Context: an optimization exercise on an open-source flow, tuned for small area, a short achievable clock period and few clock cycles per item. The choices shown serve that exercise and are no tape-out recipe. At most, simulation tests tie the RTL to the original design; equivalence was not proved. Function not checked in run 2: the RTL went through the layout flow alone. Power is estimated from default activity; no workload was simulated.

## flow/design.v (module list and top-level ports; edited modules follow where they fit)
// module anvil_bus_mac: 1750 lines
// module anvil_fa: 10 lines
// module anvil_ha: 9 lines
module anvil_bus_mac (
    input  wire        clk,
    input  wire        rst,
    input  wire        in_valid,
    output wire        in_ready,
    input  wire [39:0] in_sample,    
    input  wire [23:0] in_gain,      
    input  wire        in_last,
    output reg         out_valid,
    input  wire        out_ready,
    output reg  [39:0] out_value,    
    output reg         out_clip
);
  // ...
==> flow/flow/run.sh <==
#!/bin/bash
# The standard layout, except:
# - buffer_ports gives the ports sky130_fd_sc_hd__buf_2 buffers instead of
#   the delay buffers it picks by default (every port still gets a buffer);
# - repair_timing works to a setup slack margin, so that it improves the
#   paths that already meet the clock period. The clock, its period and the
#   constraints are the standard flow's.
set -euo pipefail
bash standard.sh "BUFFER_PORTS_ARGS=-buffer_cell sky130_fd_sc_hd__buf_2" "SETUP_SLACK_MARGIN=13.3" finish > standard.log 2>&1
==> flow/standard.sh <==
#!/bin/bash
# synth_recipe.tcl (not shown) runs the flow's synth.tcl, then flattens the netlist and writes it again
# the make line also repeats each setting of config.mk as NAME=value (left out here)
make -C /OpenROAD-flow-scripts/flow DESIGN_CONFIG=/design/flow/config.mk WORK_HOME=/design/flow/orfs CLKGATE_MAP_FILE= SYNTH_SCRIPT=/design/flow/synth_recipe.tcl "${@:-finish}"
==> flow/config.mk <==
export PLATFORM = sky130hd
export DESIGN_NAME = anvil_bus_mac
export DESIGN_NICKNAME = anvil_bus_mac
export VERILOG_FILES = /design/flow/design.v
export SDC_FILE = /design/flow/constraint.sdc
export NUM_CORES = 4
export LEC_CHECK = 0
export ABC_AREA = 1
export CAP_MARGIN = 20
export CORE_MARGIN = 2
export CORE_UTILIZATION = 50
export CTS_CLUSTER_DIAMETER = 100
export CTS_CLUSTER_SIZE = 24
export PLACE_DENSITY = 0.65
export SLEW_MARGIN = 20
export SYNTH_HIERARCHICAL = 1
==> flow/constraint.sdc <==
create_clock -name core_clock -period 18.0 [get_ports {clk}]
set_input_delay 3.6000 -clock core_clock [delete_from_list [all_inputs] [get_ports {clk}]]
set_output_delay 3.6000 -clock core_clock [all_outputs]
set_load 0.01 [all_outputs]
==> key figures, run 1 <==
Synthesis
  • Post-Synth Adder-Cell Area: 0.335
  • Area of the mapped netlist: 32,200 um^2
  • Largest family of logic cells by synthesized area: adder cells

Final layout
  • Footprint of the multi-input gates: 21,300 um^2
  • Final Non-Filler Cells: 3,782
  • Multi-input gate count: approximately 2,200
  • Most common cell after layout, fill and taps aside: xor2_1
  • Commonest cells after routing, fill and taps aside: 520 x xor2_1, 469 x o22ai_1, 426 x fa_1, 260 x edfxtp_1, 209 x inv_1
  • Clk cell area share: 0.0215
  • Fraction of area in registers: 0.263
  • FF/Latch Area: 8920 um^2

Power and ir drop
  • Final Power: 6.16 mW
  • Pleak: approximately 14 nW
  • Net switching power: 2.72 mW
  • Pwr top: combinational logic

Global route
  • GR Layer Usage met3: 0.0547
  • Met1 Track Usage GR: 0.364
  • Largest net degree at the start of global routing: just under 80

STA
  • Final TNS setup: 0 ps
  • Slew margin rel.: 0.299
  • Max Clock Skew: 28.4 ps

Die
  • Die Ht: approximately 260 um

Clocking
  • CTS H-tree depth: 1
  • Clock latency (worst-skew pair): ~580 ps
  • CTS Hold Buffers Added: 0
  • Setup Fix Bufs, Post-CTS: 0
  • CTS resizes: 2

Min path
  • Hold Path End: m_l

Place
  • Worst slack at placement: 12,960 ps

Detailed routing
  • Vias per inst: 6.26
  • Antenna-violating nets left: 0
  • Routed vias: 23,700

Run status
  • Outcome: no timing/DRC/antenna violations

Worst setup path
  • CP Depth: 1
  • Crit Path Max Fanout: 1

Run
  • Max-cap viol count: 0
Testbench counts, summed over its fixed seeds: cycles 79,310, items 4,800.
==> run 2, diff against run 1 <==
--- a/flow/design.v
+++ b/flow/design.v
@@ -997,66 +997,102 @@
     wire lo_p10 = rs[10] ^ rc[10];
     wire lo_g10 = rs[10] & rc[10];
     wire lo_p11 = rs[11] ^ rc[11];
     wire lo_g11 = rs[11] & rc[11];
     wire lo_p12 = rs[12] ^ rc[12];
     wire lo_g12 = rs[12] & rc[12];
     wire lo_p13 = rs[13] ^ rc[13];
     wire lo_g13 = rs[13] & rc[13];
+    wire lo_p14 = rs[14] ^ rc[14];
+    wire lo_g14 = rs[14] & rc[14];
+    wire lo_p15 = rs[15] ^ rc[15];
+    wire lo_g15 = rs[15] & rc[15];
+    wire lo_p16 = rs[16] ^ rc[16];
+    wire lo_g16 = rs[16] & rc[16];
+    wire lo_p17 = rs[17] ^ rc[17];
+    wire lo_g17 = rs[17] & rc[17];
+    wire lo_p18 = rs[18] ^ rc[18];
+    wire lo_g18 = rs[18] & rc[18];
+    wire lo_p19 = rs[19] ^ rc[19];
+    wire lo_g19 = rs[19] & rc[19];
     wire lo_G1 = lo_g1 | (lo_p1 & lo_g0);
     wire lo_P1 = lo_p1 & lo_p0;
     wire lo_G2 = lo_g3 | (lo_p3 & lo_g2);
     wire lo_P2 = lo_p3 & lo_p2;
     wire lo_G3 = lo_g5 | (lo_p5 & lo_g4);
     wire lo_P3 = lo_p5 & lo_p4;
     wire lo_G4 = lo_g7 | (lo_p7 & lo_g6);
     wire lo_P4 = lo_p7 & lo_p6;
     wire lo_G5 = lo_g9 | (lo_p9 & lo_g8);
     wire lo_P5 = lo_p9 & lo_p8;
     wire lo_G6 = lo_g11 | (lo_p11 & lo_g10);
     wire lo_P6 = lo_p11 & lo_p10;
     wire lo_G7 = lo_g13 | (lo_p13 & lo_g12);
     wire lo_P7 = lo_p13 & lo_p12;
-    wire lo_G8 = lo_G2 | (lo_P2 & lo_G1);
-    wire lo_P8 = lo_P2 & lo_P1;
-    wire lo_G9 = lo_G4 | (lo_P4 & lo_G3);
-    wire lo_P9 = lo_P4 & lo_P3;
-    wire lo_G10 = lo_G6 | (lo_P6 & lo_G5);
-    wire lo_P10 = lo_P6 & lo_P5;
-    wire lo_G11 = lo_G9 | (lo_P9 & lo_G8);
-    wire lo_P11 = lo_P9 & lo_P8;
-    wire lo_G12 = lo_G10 | (lo_P10 & lo_G11);
-    wire lo_P12 = lo_P10 & lo_P11;
-    wire lo_G13 = lo_G3 | (lo_P3 & lo_G8);
-    wire lo_P13 = lo_P3 & lo_P8;
-    wire lo_G14 = lo_G5 | (lo_P5 & lo_G11);
-    wire lo_P14 = lo_P5 & lo_P11;
-    wire lo_G15 = lo_G7 | (lo_P7 & lo_G12);
-    wire lo_P15 = lo_P7 & lo_P12;
-    wire lo_G16 = lo_g2 | (lo_p2 & lo_G1);
-    wire lo_P16 = lo_p2 & lo_P1;
-    wire lo_G17 = lo_g4 | (lo_p4 & lo_G8);
-    wire lo_P17 = lo_p4 & lo_P8;
-    wire lo_G18 = lo_g6 | (lo_p6 & lo_G13);
-    wire lo_P18 = lo_p6 & lo_P13;
-    wire lo_G19 = lo_g8 | (lo_p8 & lo_G11);
-    wire lo_P19 = lo_p8 & lo_P11;
-    wire lo_G20 = lo_g10 | (lo_p10 & lo_G14);
-    wire lo_P20 = lo_p10 & lo_P14;
-    wire lo_G21 = lo_g12 | (lo_p12 & lo_G12);
-    wire lo_P21 = lo_p12 & lo_P12;
-    reg [49:0] m_s, m_c;
+    wire lo_G8 = lo_g15 | (lo_p15 & lo_g14);
+    wire lo_P8 = lo_p15 & lo_p14;
+    wire lo_G9 = lo_g17 | (lo_p17 & lo_g16);
+    wire lo_P9 = lo_p17 & lo_p16;
+    wire lo_G10 = lo_g19 | (lo_p19 & lo_g18);
+    wire lo_P10 = lo_p19 & lo_p18;
+    wire lo_G11 = lo_G2 | (lo_P2 & lo_G1);
+    wire lo_P11 = lo_P2 & lo_P1;
+    wire lo_G12 = lo_G4 | (lo_P4 & lo_G3);
+    wire lo_P12 = lo_P4 & lo_P3;
+    wire lo_G13 = lo_G6 | (lo_P6 & lo_G5);
+    wire lo_P13 = lo_P6 & lo_P5;
+    wire lo_G14 = lo_G8 | (lo_P8 & lo_G7);
+    wire lo_P14 = lo_P8 & lo_P7;
+    wire lo_G15 = lo_G10 | (lo_P10 & lo_G9);
+    wire lo_P15 = lo_P10 & lo_P9;
+    wire lo_G16 = lo_G12 | (lo_P12 & lo_G11);
+    wire lo_P16 = lo_P12 & lo_P11;
+    wire lo_G17 = lo_G14 | (lo_P14 & lo_G13);
+    wire lo_P17 = lo_P14 & lo_P13;
+    wire lo_G18 = lo_G17 | (lo_P17 & lo_G16);
+    wire lo_P18 = lo_P17 & lo_P16;
+    wire lo_G19 = lo_G13 | (lo_P13 & lo_G16);
+    wire lo_P19 = lo_P13 & lo_P16;
+    wire lo_G20 = lo_G15 | (lo_P15 & lo_G18);
+    wire lo_P20 = lo_P15 & lo_P18;
+    wire lo_G21 = lo_G3 | (lo_P3 & lo_G11);
+    wire lo_P21 = lo_P3 & lo_P11;
+    wire lo_G22 = lo_G5 | (lo_P5 & lo_G16);
+    wire lo_P22 = lo_P5 & lo_P16;
+    wire lo_G23 = lo_G7 | (lo_P7 & lo_G19);
+    wire lo_P23 = lo_P7 & lo_P19;
+    wire lo_G24 = lo_G9 | (lo_P9 & lo_G18);
+    wire lo_P24 = lo_P9 & lo_P18;
+    wire lo_G25 = lo_g2 | (lo_p2 & lo_G1);
+    wire lo_P25 = lo_p2 & lo_P1;
+    wire lo_G26 = lo_g4 | (lo_p4 & lo_G11);
+    wire lo_P26 = lo_p4 & lo_P11;
+    wire lo_G27 = lo_g6 | (lo_p6 & lo_G21);
+    wire lo_P27 = lo_p6 & lo_P21;
+    wire lo_G28 = lo_g8 | (lo_p8 & lo_G16);
+    wire lo_P28 = lo_p8 & lo_P16;
+    wire lo_G29 = lo_g10 | (lo_p10 & lo_G22);
+    wire lo_P29 = lo_p10 & lo_P22;
+    wire lo_G30 = lo_g12 | (lo_p12 & lo_G19);
+    wire lo_P30 = lo_p12 & lo_P19;
+    wire lo_G31 = lo_g14 | (lo_p14 & lo_G23);
+    wire lo_P31 = lo_p14 & lo_P23;
+    wire lo_G32 = lo_g16 | (lo_p16 & lo_G18);
+    wire lo_P32 = lo_p16 & lo_P18;
+    wire lo_G33 = lo_g18 | (lo_p18 & lo_G24);
+    wire lo_P33 = lo_p18 & lo_P24;
+    reg [43:0] m_s, m_c;
     reg        m_k;
     reg        m_v, m_l;
     always @(posedge clk) begin
         if (en) begin
-            m_s <= rs[63:14];
-            m_c <= rc[63:14];
-            m_k <= lo_G15;
+            m_s <= rs[63:20];
+            m_c <= rc[63:20];
+            m_k <= lo_G20;
             m_l <= i_l;
         end
         if (rst)     m_v <= 1'b0;
         else if (en) m_v <= i_v;
     end
     wire ra_p0 = m_s[0] ^ m_c[0];
     wire ra_g0 = m_s[0] & m_c[0];
     wire ra_p1 = m_s[1] ^ m_c[1];
@@ -1140,28 +1176,16 @@
     wire ra_p40 = m_s[40] ^ m_c[40];
     wire ra_g40 = m_s[40] & m_c[40];
     wire ra_p41 = m_s[41] ^ m_c[41];
     wire ra_g41 = m_s[41] & m_c[41];
     wire ra_p42 = m_s[42] ^ m_c[42];
     wire ra_g42 = m_s[42] & m_c[42];
     wire ra_p43 = m_s[43] ^ m_c[43];
     wire ra_g43 = m_s[43] & m_c[43];
-    wire ra_p44 = m_s[44] ^ m_c[44];
-    wire ra_g44 = m_s[44] & m_c[44];
-    wire ra_p45 = m_s[45] ^ m_c[45];
-    wire ra_g45 = m_s[45] & m_c[45];
-    wire ra_p46 = m_s[46] ^ m_c[46];
-    wire ra_g46 = m_s[46] & m_c[46];
-    wire ra_p47 = m_s[47] ^ m_c[47];
-    wire ra_g47 = m_s[47] & m_c[47];
-    wire ra_p48 = m_s[48] ^ m_c[48];
-    wire ra_g48 = m_s[48] & m_c[48];
-    wire ra_p49 = m_s[49] ^ m_c[49];
-    wire ra_g49 = m_s[49] & m_c[49];
     wire ra_gc = ra_g0 | (ra_p0 & m_k);
     wire ra_G1 = ra_g1 | (ra_p1 & ra_gc);
     wire ra_P1 = ra_p1 & ra_p0;
     wire ra_G2 = ra_g3 | (ra_p3 & ra_g2);
     wire ra_P2 = ra_p3 & ra_p2;
     wire ra_G3 = ra_g5 | (ra_p5 & ra_g4);
     wire ra_P3 = ra_p5 & ra_p4;
     wire ra_G4 = ra_g7 | (ra_p7 & ra_g6);
@@ -1197,206 +1221,176 @@
     wire ra_G19 = ra_g37 | (ra_p37 & ra_g36);
     wire ra_P19 = ra_p37 & ra_p36;
     wire ra_G20 = ra_g39 | (ra_p39 & ra_g38);
     wire ra_P20 = ra_p39 & ra_p38;
     wire ra_G21 = ra_g41 | (ra_p41 & ra_g40);
     wire ra_P21 = ra_p41 & ra_p40;
     wire ra_G22 = ra_g43 | (ra_p43 & ra_g42);
     wire ra_P22 = ra_p43 & ra_p42;
-    wire ra_G23 = ra_g45 | (ra_p45 & ra_g44);
-    wire ra_P23 = ra_p45 & ra_p44;
-    wire ra_G24 = ra_g47 | (ra_p47 & ra_g46);
-    wire ra_P24 = ra_p47 & ra_p46;
-    wire ra_G25 = ra_g49 | (ra_p49 & ra_g48);
-    wire ra_P25 = ra_p49 & ra_p48;
-    wire ra_G26 = ra_G2 | (ra_P2 & ra_G1);
-    wire ra_P26 = ra_P2 & ra_P1;
-    wire ra_G27 = ra_G4 | (ra_P4 & ra_G3);
-    wire ra_P27 = ra_P4 & ra_P3;
-    wire ra_G28 = ra_G6 | (ra_P6 & ra_G5);
-    wire ra_P28 = ra_P6 & ra_P5;
-    wire ra_G29 = ra_G8 | (ra_P8 & ra_G7);
-    wire ra_P29 = ra_P8 & ra_P7;
-    wire ra_G30 = ra_G10 | (ra_P10 & ra_G9);
-    wire ra_P30 = ra_P10 & ra_P9;
-    wire ra_G31 = ra_G12 | (ra_P12 & ra_G11);
-    wire ra_P31 = ra_P12 & ra_P11;
-    wire ra_G32 = ra_G14 | (ra_P14 & ra_G13);
-    wire ra_P32 = ra_P14 & ra_P13;
-    wire ra_G33 = ra_G16 | (ra_P16 & ra_G15);
-    wire ra_P33 = ra_P16 & ra_P15;
-    wire ra_G34 = ra_G18 | (ra_P18 & ra_G17);
-    wire ra_P34 = ra_P18 & ra_P17;
-    wire ra_G35 = ra_G20 | (ra_P20 & ra_G19);
-    wire ra_P35 = ra_P20 & ra_P19;
-    wire ra_G36 = ra_G22 | (ra_P22 & ra_G21);
-    wire ra_P36 = ra_P22 & ra_P21;
-    wire ra_G37 = ra_G24 | (ra_P24 & ra_G23);
-    wire ra_P37 = ra_P24 & ra_P23;
-    wire ra_G38 = ra_G27 | (ra_P27 & ra_G26);
-    wire ra_P38 = ra_P27 & ra_P26;
-    wire ra_G39 = ra_G29 | (ra_P29 & ra_G28);
-    wire ra_P39 = ra_P29 & ra_P28;
-    wire ra_G40 = ra_G31 | (ra_P31 & ra_G30);
-    wire ra_P40 = ra_P31 & ra_P30;
-    wire ra_G41 = ra_G33 | (ra_P33 & ra_G32);
-    wire ra_P41 = ra_P33 & ra_P32;
-    wire ra_G42 = ra_G35 | (ra_P35 & ra_G34);
-    wire ra_P42 = ra_P35 & ra_P34;
-    wire ra_G43 = ra_G37 | (ra_P37 & ra_G36);
-    wire ra_P43 = ra_P37 & ra_P36;
-    wire ra_G44 = ra_G39 | (ra_P39 & ra_G38);
-    wire ra_P44 = ra_P39 & ra_P38;
-    wire ra_G45 = ra_G41 | (ra_P41 & ra_G40);
-    wire ra_P45 = ra_P41 & ra_P40;
-    wire ra_G46 = ra_G43 | (ra_P43 & ra_G42);
-    wire ra_P46 = ra_P43 & ra_P42;
-    wire ra_G47 = ra_G45 | (ra_P45 & ra_G44);
-    wire ra_P47 = ra_P45 & ra_P44;
-    wire ra_G48 = ra_G46 | (ra_P46 & ra_G47);
-    wire ra_P48 = ra_P46 & ra_P47;
-    wire ra_G49 = ra_G40 | (ra_P40 & ra_G44);
-    wire ra_P49 = ra_P40 & ra_P44;
-    wire ra_G50 = ra_G42 | (ra_P42 & ra_G47);
-    wire ra_P50 = ra_P42 & ra_P47;
-    wire ra_G51 = ra_G28 | (ra_P28 & ra_G38);
-    wire ra_P51 = ra_P28 & ra_P38;
-    wire ra_G52 = ra_G30 | (ra_P30 & ra_G44);
-    wire ra_P52 = ra_P30 & ra_P44;
-    wire ra_G53 = ra_G32 | (ra_P32 & ra_G49);
-    wire ra_P53 = ra_P32 & ra_P49;
-    wire ra_G54 = ra_G34 | (ra_P34 & ra_G47);
-    wire ra_P54 = ra_P34 & ra_P47;
-    wire ra_G55 = ra_G36 | (ra_P36 & ra_G50);
-    wire ra_P55 = ra_P36 & ra_P50;
-    wire ra_G56 = ra_G3 | (ra_P3 & ra_G26);
-    wire ra_P56 = ra_P3 & ra_P26;
-    wire ra_G57 = ra_G5 | (ra_P5 & ra_G38);
-    wire ra_P57 = ra_P5 & ra_P38;
-    wire ra_G58 = ra_G7 | (ra_P7 & ra_G51);
-    wire ra_P58 = ra_P7 & ra_P51;
-    wire ra_G59 = ra_G9 | (ra_P9 & ra_G44);
-    wire ra_P59 = ra_P9 & ra_P44;
-    wire ra_G60 = ra_G11 | (ra_P11 & ra_G52);
-    wire ra_P60 = ra_P11 & ra_P52;
-    wire ra_G61 = ra_G13 | (ra_P13 & ra_G49);
-    wire ra_P61 = ra_P13 & ra_P49;
-    wire ra_G62 = ra_G15 | (ra_P15 & ra_G53);
-    wire ra_P62 = ra_P15 & ra_P53;
-    wire ra_G63 = ra_G17 | (ra_P17 & ra_G47);
-    wire ra_P63 = ra_P17 & ra_P47;
-    wire ra_G64 = ra_G19 | (ra_P19 & ra_G54);
-    wire ra_P64 = ra_P19 & ra_P54;
-    wire ra_G65 = ra_G21 | (ra_P21 & ra_G50);
-    wire ra_P65 = ra_P21 & ra_P50;
-    wire ra_G66 = ra_G23 | (ra_P23 & ra_G55);
-    wire ra_P66 = ra_P23 & ra_P55;
-    wire ra_G67 = ra_G25 | (ra_P25 & ra_G48);
-    wire ra_P67 = ra_P25 & ra_P48;
-    wire ra_G68 = ra_g2 | (ra_p2 & ra_G1);
-    wire ra_P68 = ra_p2 & ra_P1;
-    wire ra_G69 = ra_g4 | (ra_p4 & ra_G26);
-    wire ra_P69 = ra_p4 & ra_P26;
-    wire ra_G70 = ra_g6 | (ra_p6 & ra_G56);
-    wire ra_P70 = ra_p6 & ra_P56;
-    wire ra_G71 = ra_g8 | (ra_p8 & ra_G38);
-    wire ra_P71 = ra_p8 & ra_P38;
-    wire ra_G72 = ra_g10 | (ra_p10 & ra_G57);
-    wire ra_P72 = ra_p10 & ra_P57;
-    wire ra_G73 = ra_g12 | (ra_p12 & ra_G51);
-    wire ra_P73 = ra_p12 & ra_P51;
-    wire ra_G74 = ra_g14 | (ra_p14 & ra_G58);
-    wire ra_P74 = ra_p14 & ra_P58;
-    wire ra_G75 = ra_g16 | (ra_p16 & ra_G44);
-    wire ra_P75 = ra_p16 & ra_P44;
-    wire ra_G76 = ra_g18 | (ra_p18 & ra_G59);
-    wire ra_P76 = ra_p18 & ra_P59;
-    wire ra_G77 = ra_g20 | (ra_p20 & ra_G52);
-    wire ra_P77 = ra_p20 & ra_P52;
-    wire ra_G78 = ra_g22 | (ra_p22 & ra_G60);
-    wire ra_P78 = ra_p22 & ra_P60;
-    wire ra_G79 = ra_g24 | (ra_p24 & ra_G49);
-    wire ra_P79 = ra_p24 & ra_P49;
-    wire ra_G80 = ra_g26 | (ra_p26 & ra_G61);
-    wire ra_P80 = ra_p26 & ra_P61;
-    wire ra_G81 = ra_g28 | (ra_p28 & ra_G53);
-    wire ra_P81 = ra_p28 & ra_P53;
-    wire ra_G82 = ra_g30 | (ra_p30 & ra_G62);
-    wire ra_P82 = ra_p30 & ra_P62;
-    wire ra_G83 = ra_g32 | (ra_p32 & ra_G47);
-    wire ra_P83 = ra_p32 & ra_P47;
-    wire ra_G84 = ra_g34 | (ra_p34 & ra_G63);
-    wire ra_P84 = ra_p34 & ra_P63;
-    wire ra_G85 = ra_g36 | (ra_p36 & ra_G54);
-    wire ra_P85 = ra_p36 & ra_P54;
-    wire ra_G86 = ra_g38 | (ra_p38 & ra_G64);
-    wire ra_P86 = ra_p38 & ra_P64;
-    wire ra_G87 = ra_g40 | (ra_p40 & ra_G50);
-    wire ra_P87 = ra_p40 & ra_P50;
-    wire ra_G88 = ra_g42 | (ra_p42 & ra_G65);
-    wire ra_P88 = ra_p42 & ra_P65;
-    wire ra_G89 = ra_g44 | (ra_p44 & ra_G55);
-    wire ra_P89 = ra_p44 & ra_P55;
-    wire ra_G90 = ra_g46 | (ra_p46 & ra_G66);
-    wire ra_P90 = ra_p46 & ra_P66;
-    wire ra_G91 = ra_g48 | (ra_p48 & ra_G48);
-    wire ra_P91 = ra_p48 & ra_P48;
+    wire ra_G23 = ra_G2 | (ra_P2 & ra_G1);
+    wire ra_P23 = ra_P2 & ra_P1;
+    wire ra_G24 = ra_G4 | (ra_P4 & ra_G3);
+    wire ra_P24 = ra_P4 & ra_P3;
+    wire ra_G25 = ra_G6 | (ra_P6 & ra_G5);
+    wire ra_P25 = ra_P6 & ra_P5;
+    wire ra_G26 = ra_G8 | (ra_P8 & ra_G7);
+    wire ra_P26 = ra_P8 & ra_P7;
+    wire ra_G27 = ra_G10 | (ra_P10 & ra_G9);
+    wire ra_P27 = ra_P10 & ra_P9;
+    wire ra_G28 = ra_G12 | (ra_P12 & ra_G11);
+    wire ra_P28 = ra_P12 & ra_P11;
+    wire ra_G29 = ra_G14 | (ra_P14 & ra_G13);
+    wire ra_P29 = ra_P14 & ra_P13;
+    wire ra_G30 = ra_G16 | (ra_P16 & ra_G15);
+    wire ra_P30 = ra_P16 & ra_P15;
+    wire ra_G31 = ra_G18 | (ra_P18 & ra_G17);
+    wire ra_P31 = ra_P18 & ra_P17;
+    wire ra_G32 = ra_G20 | (ra_P20 & ra_G19);
+    wire ra_P32 = ra_P20 & ra_P19;
+    wire ra_G33 = ra_G22 | (ra_P22 & ra_G21);
+    wire ra_P33 = ra_P22 & ra_P21;
+    wire ra_G34 = ra_G24 | (ra_P24 & ra_G23);
+    wire ra_P34 = ra_P24 & ra_P23;
+    wire ra_G35 = ra_G26 | (ra_P26 & ra_G25);
+    wire ra_P35 = ra_P26 & ra_P25;
+    wire ra_G36 = ra_G28 | (ra_P28 & ra_G27);
+    wire ra_P36 = ra_P28 & ra_P27;
+    wire ra_G37 = ra_G30 | (ra_P30 & ra_G29);
+    wire ra_P37 = ra_P30 & ra_P29;
+    wire ra_G38 = ra_G32 | (ra_P32 & ra_G31);
+    wire ra_P38 = ra_P32 & ra_P31;
+    wire ra_G39 = ra_G35 | (ra_P35 & ra_G34);
+    wire ra_P39 = ra_P35 & ra_P34;
+    wire ra_G40 = ra_G37 | (ra_P37 & ra_G36);
+    wire ra_P40 = ra_P37 & ra_P36;
+    wire ra_G41 = ra_G40 | (ra_P40 & ra_G39);
+    wire ra_P41 = ra_P40 & ra_P39;
+    wire ra_G42 = ra_G36 | (ra_P36 & ra_G39);
+    wire ra_P42 = ra_P36 & ra_P39;
+    wire ra_G43 = ra_G38 | (ra_P38 & ra_G41);
+    wire ra_P43 = ra_P38 & ra_P41;
+    wire ra_G44 = ra_G25 | (ra_P25 & ra_G34);
+    wire ra_P44 = ra_P25 & ra_P34;
+    wire ra_G45 = ra_G27 | (ra_P27 & ra_G39);
+    wire ra_P45 = ra_P27 & ra_P39;
+    wire ra_G46 = ra_G29 | (ra_P29 & ra_G42);
+    wire ra_P46 = ra_P29 & ra_P42;
+    wire ra_G47 = ra_G31 | (ra_P31 & ra_G41);
+    wire ra_P47 = ra_P31 & ra_P41;
+    wire ra_G48 = ra_G33 | (ra_P33 & ra_G43);
+    wire ra_P48 = ra_P33 & ra_P43;
+    wire ra_G49 = ra_G3 | (ra_P3 & ra_G23);
+    wire ra_P49 = ra_P3 & ra_P23;
+    wire ra_G50 = ra_G5 | (ra_P5 & ra_G34);
+    wire ra_P50 = ra_P5 & ra_P34;
+    wire ra_G51 = ra_G7 | (ra_P7 & ra_G44);
+    wire ra_P51 = ra_P7 & ra_P44;
+    wire ra_G52 = ra_G9 | (ra_P9 & ra_G39);
+    wire ra_P52 = ra_P9 & ra_P39;
+    wire ra_G53 = ra_G11 | (ra_P11 & ra_G45);
+    wire ra_P53 = ra_P11 & ra_P45;
+    wire ra_G54 = ra_G13 | (ra_P13 & ra_G42);
+    wire ra_P54 = ra_P13 & ra_P42;
+    wire ra_G55 = ra_G15 | (ra_P15 & ra_G46);
+    wire ra_P55 = ra_P15 & ra_P46;
+    wire ra_G56 = ra_G17 | (ra_P17 & ra_G41);
+    wire ra_P56 = ra_P17 & ra_P41;
+    wire ra_G57 = ra_G19 | (ra_P19 & ra_G47);
+    wire ra_P57 = ra_P19 & ra_P47;
+    wire ra_G58 = ra_G21 | (ra_P21 & ra_G43);
+    wire ra_P58 = ra_P21 & ra_P43;
+    wire ra_G59 = ra_g2 | (ra_p2 & ra_G1);
+    wire ra_P59 = ra_p2 & ra_P1;
+    wire ra_G60 = ra_g4 | (ra_p4 & ra_G23);
+    wire ra_P60 = ra_p4 & ra_P23;
+    wire ra_G61 = ra_g6 | (ra_p6 & ra_G49);
+    wire ra_P61 = ra_p6 & ra_P49;
+    wire ra_G62 = ra_g8 | (ra_p8 & ra_G34);
+    wire ra_P62 = ra_p8 & ra_P34;
+    wire ra_G63 = ra_g10 | (ra_p10 & ra_G50);
+    wire ra_P63 = ra_p10 & ra_P50;
+    wire ra_G64 = ra_g12 | (ra_p12 & ra_G44);
+    wire ra_P64 = ra_p12 & ra_P44;
+    wire ra_G65 = ra_g14 | (ra_p14 & ra_G51);
+    wire ra_P65 = ra_p14 & ra_P51;
+    wire ra_G66 = ra_g16 | (ra_p16 & ra_G39);
+    wire ra_P66 = ra_p16 & ra_P39;
+    wire ra_G67 = ra_g18 | (ra_p18 & ra_G52);
+    wire ra_P67 = ra_p18 & ra_P52;
+    wire ra_G68 = ra_g20 | (ra_p20 & ra_G45);
+    wire ra_P68 = ra_p20 & ra_P45;
+    wire ra_G69 = ra_g22 | (ra_p22 & ra_G53);
+    wire ra_P69 = ra_p22 & ra_P53;
+    wire ra_G70 = ra_g24 | (ra_p24 & ra_G42);
+    wire ra_P70 = ra_p24 & ra_P42;
+    wire ra_G71 = ra_g26 | (ra_p26 & ra_G54);
+    wire ra_P71 = ra_p26 & ra_P54;
+    wire ra_G72 = ra_g28 | (ra_p28 & ra_G46);
+    wire ra_P72 = ra_p28 & ra_P46;
+    wire ra_G73 = ra_g30 | (ra_p30 & ra_G55);
+    wire ra_P73 = ra_p30 & ra_P55;
+    wire ra_G74 = ra_g32 | (ra_p32 & ra_G41);
+    wire ra_P74 = ra_p32 & ra_P41;
+    wire ra_G75 = ra_g34 | (ra_p34 & ra_G56);
+    wire ra_P75 = ra_p34 & ra_P56;
+    wire ra_G76 = ra_g36 | (ra_p36 & ra_G47);
+    wire ra_P76 = ra_p36 & ra_P47;
+    wire ra_G77 = ra_g38 | (ra_p38 & ra_G57);
+    wire ra_P77 = ra_p38 & ra_P57;
+    wire ra_G78 = ra_g40 | (ra_p40 & ra_G43);
+    wire ra_P78 = ra_p40 & ra_P43;
+    wire ra_G79 = ra_g42 | (ra_p42 & ra_G58);
+    wire ra_P79 = ra_p42 & ra_P58;
     wire ra_s0 = ra_p0 ^ m_k;
     wire ra_s1 = ra_p1 ^ ra_gc;
     wire ra_s2 = ra_p2 ^ ra_G1;
-    wire ra_s3 = ra_p3 ^ ra_G68;
-    wire ra_s4 = ra_p4 ^ ra_G26;
-    wire ra_s5 = ra_p5 ^ ra_G69;
-    wire ra_s6 = ra_p6 ^ ra_G56;
-    wire ra_s7 = ra_p7 ^ ra_G70;
-    wire ra_s8 = ra_p8 ^ ra_G38;
-    wire ra_s9 = ra_p9 ^ ra_G71;
-    wire ra_s10 = ra_p10 ^ ra_G57;
-    wire ra_s11 = ra_p11 ^ ra_G72;
-    wire ra_s12 = ra_p12 ^ ra_G51;
-    wire ra_s13 = ra_p13 ^ ra_G73;
-    wire ra_s14 = ra_p14 ^ ra_G58;
-    wire ra_s15 = ra_p15 ^ ra_G74;
-    wire ra_s16 = ra_p16 ^ ra_G44;
-    wire ra_s17 = ra_p17 ^ ra_G75;
-    wire ra_s18 = ra_p18 ^ ra_G59;
-    wire ra_s19 = ra_p19 ^ ra_G76;
-    wire ra_s20 = ra_p20 ^ ra_G52;
-    wire ra_s21 = ra_p21 ^ ra_G77;
-    wire ra_s22 = ra_p22 ^ ra_G60;
-    wire ra_s23 = ra_p23 ^ ra_G78;
-    wire ra_s24 = ra_p24 ^ ra_G49;
-    wire ra_s25 = ra_p25 ^ ra_G79;
-    wire ra_s26 = ra_p26 ^ ra_G61;
-    wire ra_s27 = ra_p27 ^ ra_G80;
-    wire ra_s28 = ra_p28 ^ ra_G53;
-    wire ra_s29 = ra_p29 ^ ra_G81;
-    wire ra_s30 = ra_p30 ^ ra_G62;
-    wire ra_s31 = ra_p31 ^ ra_G82;
-    wire ra_s32 = ra_p32 ^ ra_G47;
-    wire ra_s33 = ra_p33 ^ ra_G83;
-    wire ra_s34 = ra_p34 ^ ra_G63;
-    wire ra_s35 = ra_p35 ^ ra_G84;
-    wire ra_s36 = ra_p36 ^ ra_G54;
-    wire ra_s37 = ra_p37 ^ ra_G85;
-    wire ra_s38 = ra_p38 ^ ra_G64;
-    wire ra_s39 = ra_p39 ^ ra_G86;
-    wire ra_s40 = ra_p40 ^ ra_G50;
-    wire ra_s41 = ra_p41 ^ ra_G87;
-    wire ra_s42 = ra_p42 ^ ra_G65;
-    wire ra_s43 = ra_p43 ^ ra_G88;
-    wire ra_s44 = ra_p44 ^ ra_G55;
-    wire ra_s45 = ra_p45 ^ ra_G89;
-    wire ra_s46 = ra_p46 ^ ra_G66;
-    wire ra_s47 = ra_p47 ^ ra_G90;
-    wire ra_s48 = ra_p48 ^ ra_G48;
-    wire ra_s49 = ra_p49 ^ ra_G91;
-    wire [49:0] rsum = {ra_s49, ra_s48, ra_s47, ra_s46, ra_s45, ra_s44, ra_s43, ra_s42, ra_s41, ra_s40, ra_s39, ra_s38, ra_s37, ra_s36, ra_s35, ra_s34, ra_s33, ra_s32, ra_s31, ra_s30, ra_s29, ra_s28, ra_s27, ra_s26, ra_s25, ra_s24, ra_s23, ra_s22, ra_s21, ra_s20, ra_s19, ra_s18, ra_s17, ra_s16, ra_s15, ra_s14, ra_s13, ra_s12, ra_s11, ra_s10, ra_s9, ra_s8, ra_s7, ra_s6, ra_s5, ra_s4, ra_s3, ra_s2, ra_s1, ra_s0};
-    wire [43:0] prnd = rsum[49:6];      
+    wire ra_s3 = ra_p3 ^ ra_G59;
+    wire ra_s4 = ra_p4 ^ ra_G23;
+    wire ra_s5 = ra_p5 ^ ra_G60;
+    wire ra_s6 = ra_p6 ^ ra_G49;
+    wire ra_s7 = ra_p7 ^ ra_G61;
+    wire ra_s8 = ra_p8 ^ ra_G34;
+    wire ra_s9 = ra_p9 ^ ra_G62;
+    wire ra_s10 = ra_p10 ^ ra_G50;
+    wire ra_s11 = ra_p11 ^ ra_G63;
+    wire ra_s12 = ra_p12 ^ ra_G44;
+    wire ra_s13 = ra_p13 ^ ra_G64;
+    wire ra_s14 = ra_p14 ^ ra_G51;
+    wire ra_s15 = ra_p15 ^ ra_G65;
+    wire ra_s16 = ra_p16 ^ ra_G39;
+    wire ra_s17 = ra_p17 ^ ra_G66;
+    wire ra_s18 = ra_p18 ^ ra_G52;
+    wire ra_s19 = ra_p19 ^ ra_G67;
+    wire ra_s20 = ra_p20 ^ ra_G45;
+    wire ra_s21 = ra_p21 ^ ra_G68;
+    wire ra_s22 = ra_p22 ^ ra_G53;
+    wire ra_s23 = ra_p23 ^ ra_G69;
+    wire ra_s24 = ra_p24 ^ ra_G42;
+    wire ra_s25 = ra_p25 ^ ra_G70;
+    wire ra_s26 = ra_p26 ^ ra_G54;
+    wire ra_s27 = ra_p27 ^ ra_G71;
+    wire ra_s28 = ra_p28 ^ ra_G46;
+    wire ra_s29 = ra_p29 ^ ra_G72;
+    wire ra_s30 = ra_p30 ^ ra_G55;
+    wire ra_s31 = ra_p31 ^ ra_G73;
+    wire ra_s32 = ra_p32 ^ ra_G41;
+    wire ra_s33 = ra_p33 ^ ra_G74;
+    wire ra_s34 = ra_p34 ^ ra_G56;
+    wire ra_s35 = ra_p35 ^ ra_G75;
+    wire ra_s36 = ra_p36 ^ ra_G47;
+    wire ra_s37 = ra_p37 ^ ra_G76;
+    wire ra_s38 = ra_p38 ^ ra_G57;
+    wire ra_s39 = ra_p39 ^ ra_G77;
+    wire ra_s40 = ra_p40 ^ ra_G43;
+    wire ra_s41 = ra_p41 ^ ra_G78;
+    wire ra_s42 = ra_p42 ^ ra_G58;
+    wire ra_s43 = ra_p43 ^ ra_G79;
+    wire [43:0] rsum = {ra_s43, ra_s42, ra_s41, ra_s40, ra_s39, ra_s38, ra_s37, ra_s36, ra_s35, ra_s34, ra_s33, ra_s32, ra_s31, ra_s30, ra_s29, ra_s28, ra_s27, ra_s26, ra_s25, ra_s24, ra_s23, ra_s22, ra_s21, ra_s20, ra_s19, ra_s18, ra_s17, ra_s16, ra_s15, ra_s14, ra_s13, ra_s12, ra_s11, ra_s10, ra_s9, ra_s8, ra_s7, ra_s6, ra_s5, ra_s4, ra_s3, ra_s2, ra_s1, ra_s0};
+    wire [43:0] prnd = rsum[43:0];      
     wire        t_ovf = ~(&prnd[43:39]) & (|prnd[43:39]);
     wire [39:0] term  = t_ovf ? (prnd[43] ? MIN40 : MAX40) : prnd[39:0];
     reg  [39:0] r_t;
     reg         r_c;
     reg         r_v, r_l;
     always @(posedge clk) begin
         if (en) begin
             r_t <= term;
==> flow/config.mk (replaced) <==
export PLATFORM = sky130hd
export DESIGN_NAME = anvil_bus_mac
export DESIGN_NICKNAME = anvil_bus_mac
export VERILOG_FILES = /design/flow/design.v
export SDC_FILE = /design/flow/constraint.sdc
export NUM_CORES = 4
export LEC_CHECK = 0
export ABC_AREA = 1
export CAP_MARGIN = 20
export CORE_MARGIN = 2
export CORE_UTILIZATION = 40
export CTS_CLUSTER_DIAMETER = 100
export CTS_CLUSTER_SIZE = 24
export PLACE_DENSITY = 0.6
export SLEW_MARGIN = 20
export SYNTH_HIERARCHICAL = 1
==> run 2 against run 1 <==
Sequential power down 5%. Highest routed layer is now met5. First-iteration DRC count down 2.5%. Via count up 0.14%. Routed wire length up 3.5%. Setup slack worse by 53 ps. Combinational power up 2%. Still clean. Area after synthesis about the same. Worst hold slack better by 4.0 ps. Clock skew up 1.0 ps.
==> key figures, run 2 <==
Run status
  • Outcome: no timing/DRC/antenna violations

Clocking
  • CTS max path bufs: 3
  • Clock latency (worst-skew pair): 600 ps (+20 ps)
  • CTS tree: done
  • Clock sinks: 303
  • CTS H-tree depth: 1 (unchanged)
  • Root buf cell: clkbuf_16
  • Cts bufs inserted: 20
  • Worst-path clk slew: 90 ps

Die
  • Die Wd: ~290 um
  • I/O pin cnt: 112
  • Die area: 82,900 um^2
  • # rows: 104
  • Core Area: 80,200 um^2
  • Starting density of the core: 0.402
  • Die Ht: 288 um (+12%)

Global route
  • Gr usage total: 0.225
  • Gr ovfl total: 0
  • Global-route wire length before repair: ~140 mm
  • Largest net degree at the start of global routing: 71 (-9.0%)
  • Initial antenna violation count: 2
  • Vias in the first global route: approximately 24,000

Detailed routing
  • DRT Wirelength: 93.9 mm
  • Routed vias: 23,700 (+0.14%)
  • Vias per inst: 5.64 (-9.8%)
  • Antenna-violating nets left: 0 (unchanged)
  • Drt drc: 0
  • Drt pass-1 iters: 5
  • Met2 WL: roughly 40 mm
  • WL per Instance: 22.4 um
  • Metal-1 WL: 39.9 mm
  • Highest Signal Layer: met5
  • WL met3: 9.78 mm
  • Initial drt markers: 2,537

Synthesis
  • Post-synthesis sequential area ratio: 0.265
  • Ranking of synthesized cells by area: fa_1 27%, edfxtp_1 23%, xor2_1 14%
  • Yosys reg bits: 303
  • Most common cell in the netlist: xor2_1
  • Dominant cell type by area after synthesis: fa_1
  • Synth Net Count: 3,822
  • Area of the mapped netlist: 32,200 um^2 (about the same)
  • Cells after synthesis: 3,148
  • Number of enable flip-flop cells after synthesis: around 250
  • Most frequent cells after synthesis: 521 x xor2_1, 469 x o22ai_1, 427 x fa_1, 317 x inv_1, 303 x nand2_1
  • Synth warnings: 7
  • Ys flop type: edfxtp_1
  • Post-synth ARST share: 0
  • Count of different cell masters after synthesis: 43
  • Post-synth top area share: 0.265
  • Mean Syn Cell Area: between 10 and 15 um^2

Final layout
  • Top reg by flops: acc
  • Most common cell after layout, fill and taps aside: xor2_1
  • # diodes: 0
  • Fillers: 7,765
  • Layout cells sized above 1: 0.108
  • Final Non-Filler Cells: 4,201 (+11%)
  • Final Cell Area: roughly 35,000 um^2
  • Area grow syn2layout: 7.76%
  • Max reg flops: 46
  • Biggest regs: acc (46), m_c (43), m_s (43)
  • Nets@finish: 3,801
  • Commonest cells after routing, fill and taps aside: 520 x xor2_1, 469 x o22ai_1, 427 x fa_1, 299 x nand2_1, 294 x inv_1

Power and ir drop
  • Net switching power: 2.78 mW (+2.2%)
  • Worst VDD drop: 154 uV
  • Part of the power in combinational logic: 0.692
  • Clock Power Share: 0.082
  • Power Density: between 150 and 200 nW/um^2
  • Flop pwr share: 0.226
  • Pleak: 14.3 nW (+2.5%)
  • Internal: 3.37 mW
  • Sw Share: 0.452

STA
  • RSZ-0062 raised after global routing: true
  • Slew margin rel.: 0.278 (-0.0210)
  • Max Clock Skew: 29.4 ps (+1.02 ps)
  • Fin. max-slew vios: 0
  • Final Hold Viols: 0
  • WHS: 443 ps
  • Final worst path period need: 4770 ps
  • Worst-margin pin slew: 1080 ps
  • Max Freq: around 210 MHz
  • Final TNS setup: 0 ps (unchanged)
  • Final setup vio count: 0
  • Period utilisation layout: 0.265

Worst setup path
  • Capturing element type of the critical path: output pin
  • Setup crit start kind: register
  • R2R depth: 14
  • Crit path DAT: 1170 ps
  • Crit path buf inv count: 1
  • CP max-delay cell: edfxtp_1
  • Crit Path Max Fanout: 1 (unchanged)
  • CP cell instances: buf_2
  • Crit Path Category: register to output pin
  • CP peak stage delay: 430 ps
  • CP Depth: 1 (unchanged)
  • Worst EP required: 14,400 ps
  • Delay-heaviest family, CP: flip-flops

Run
  • Max-cap viol count: 0 (unchanged)

Place
  • DP HPWL: roughly 63 mm
  • Input/output buffers: roughly 110
  • Dpl cells: 4,102
  • Placed inst area: 33,400 um^2
  • Placer Congestion: 0.899

Min path
  • HP Class: register to register
  • Hold path depth: 0
[run 2: changes by cell type after synthesis, moves of 27 or more]
cell | previous run | this run
nand2_1 | 146 | 303
inv_1 | 232 | 317
clkbuf_1 | 205 | 158
a21oi_1 | 45 | 89
a2bb2oi_1 | 41 | 0
nor2_1 | 102 | 73
buf_2 | 32 | 59
[run 2: power groups by stage]
stage               clock [mW]  sequential, mW  combinational, mW
global route             0.545            1.41               4.98
detailed placement           0            1.40               4.24
global placement             0            1.40               4.12
CTS                      0.526            1.39               4.28
finish                   0.506            1.39               4.26
floorplan                    0            1.37               2.96
[run 2: cell type report]
| cell class | count | area, um^2 | share of cell area |
|---|---|---|---|
| clock buffers | 24 | 515 | 0.0148 |
| clock inverters | 12 | 146 | 0.00421 |
| inverters | 335 | 1360 | 0.0392 |
| multi-input cells | 2243 | 21300 | 0.615 |
| flip-flops and latches | 303 | 8560 | 0.246 |
| well taps | 1060 | 1330 | 0.0382 |
| repair buffers | 212 | 1410 | 0.0406 |
| repair inverters | 12 | 65.1 | 0.00187 |
[run 2: path summary, 6_finish.rpt]
kind           startpoint            to  slack, ps
max          out_value[6]  out_value[6]      13230
min                   i_l           m_l        440
max reg2reg       bneg[7]           m_k      13270
min reg2reg           i_l           m_l        440
[run 2: kinds of logic (layout without fill, tap and decap cells)]
logic type      count (synthesis)  after routing  share of synthesized area
mux                             2              2                   0.000699
flops                         303            303                      0.265
simple gates                  425            425                     0.0526
compound gates                677            677                      0.128
fa+ha+maj                     605            605                      0.334
buf+inv                       602            595                     0.0737
xor+xnor                      534            534                      0.146
[run 2: modules after synthesis, one instance, submodules excluded]
| module | copies in the design | area [um^2] | flip-flops and latches | cells |
|---|---|---|---|---|
| anvil_fa | 381 | 20.0 | 0 | 1 |
| anvil_ha | 47 | 12.5 | 0 | 1 |
| anvil_bus_mac | 1 | 24000 | 303 | 2720 |
[run 2: repair_timing]
action,in CTS,in global routing
hold buffers,0,0
pin swaps,0,1
cloned,7,5
buffers inserted,24,27
gates resized for setup,17,46
endpoints found under the setup margin,56,154
[run 2: routing by layer]
| metal | vias to the layer above | track usage |
|---|---|---|
| met3 | 198 | 0.0536 |
| met2 | 1238 | 0.344 |
| li1 | 10500 | - |
| met1 | 11700 | 0.315 |
| met4 | 4 | 0.0680 |
| met5 | - | 0 |
[run 2: stage by stage]
stage | utilization | power, mW | setup WS, ps
floorplan | - | 4.33 | 13310
finish | 0.433 | 6.15 | 13230
CTS | 0.428 | 6.19 | 13180
global route | 0.433 | 6.93 | 13100
detailed placement | 0.417 | 5.64 | 12860
global placement | 0.417 | 5.52 | 12940

re-timing with driven ports:
The flow's constraints put no driver on any port. The routed layouts listed below were extracted and timed again, unchanged, in two steps. Step 1 assumes that a clkbuf_16 drives the clock port and a buf_2 every other input. Step 2 moves the port delays by t, midway between the first and last clock arrival at a register: inputs arrive t later, outputs are due t later. That takes back most of the time a late clock gives input paths. a / b / c = ideal ports / drivers / drivers and shift; a / b = the first two.
run | t, ns | setup slack, ns | hold WS [ns] | worst setup path at the end
run 1 | 0.628 | 13.281 / 13.221 / 12.939 | 0.439 / 0.439 / 0.439 | input to register
run 2 | 0.653 | 13.228 / 13.160 / 12.929 | 0.443 / 0.443 / 0.443 | input to register
After both steps setup and hold are still met in every run listed. For run 1, which loses most, drivers alone change the setup slack by -0.060 ns; drivers and shift together by -0.342 ns.
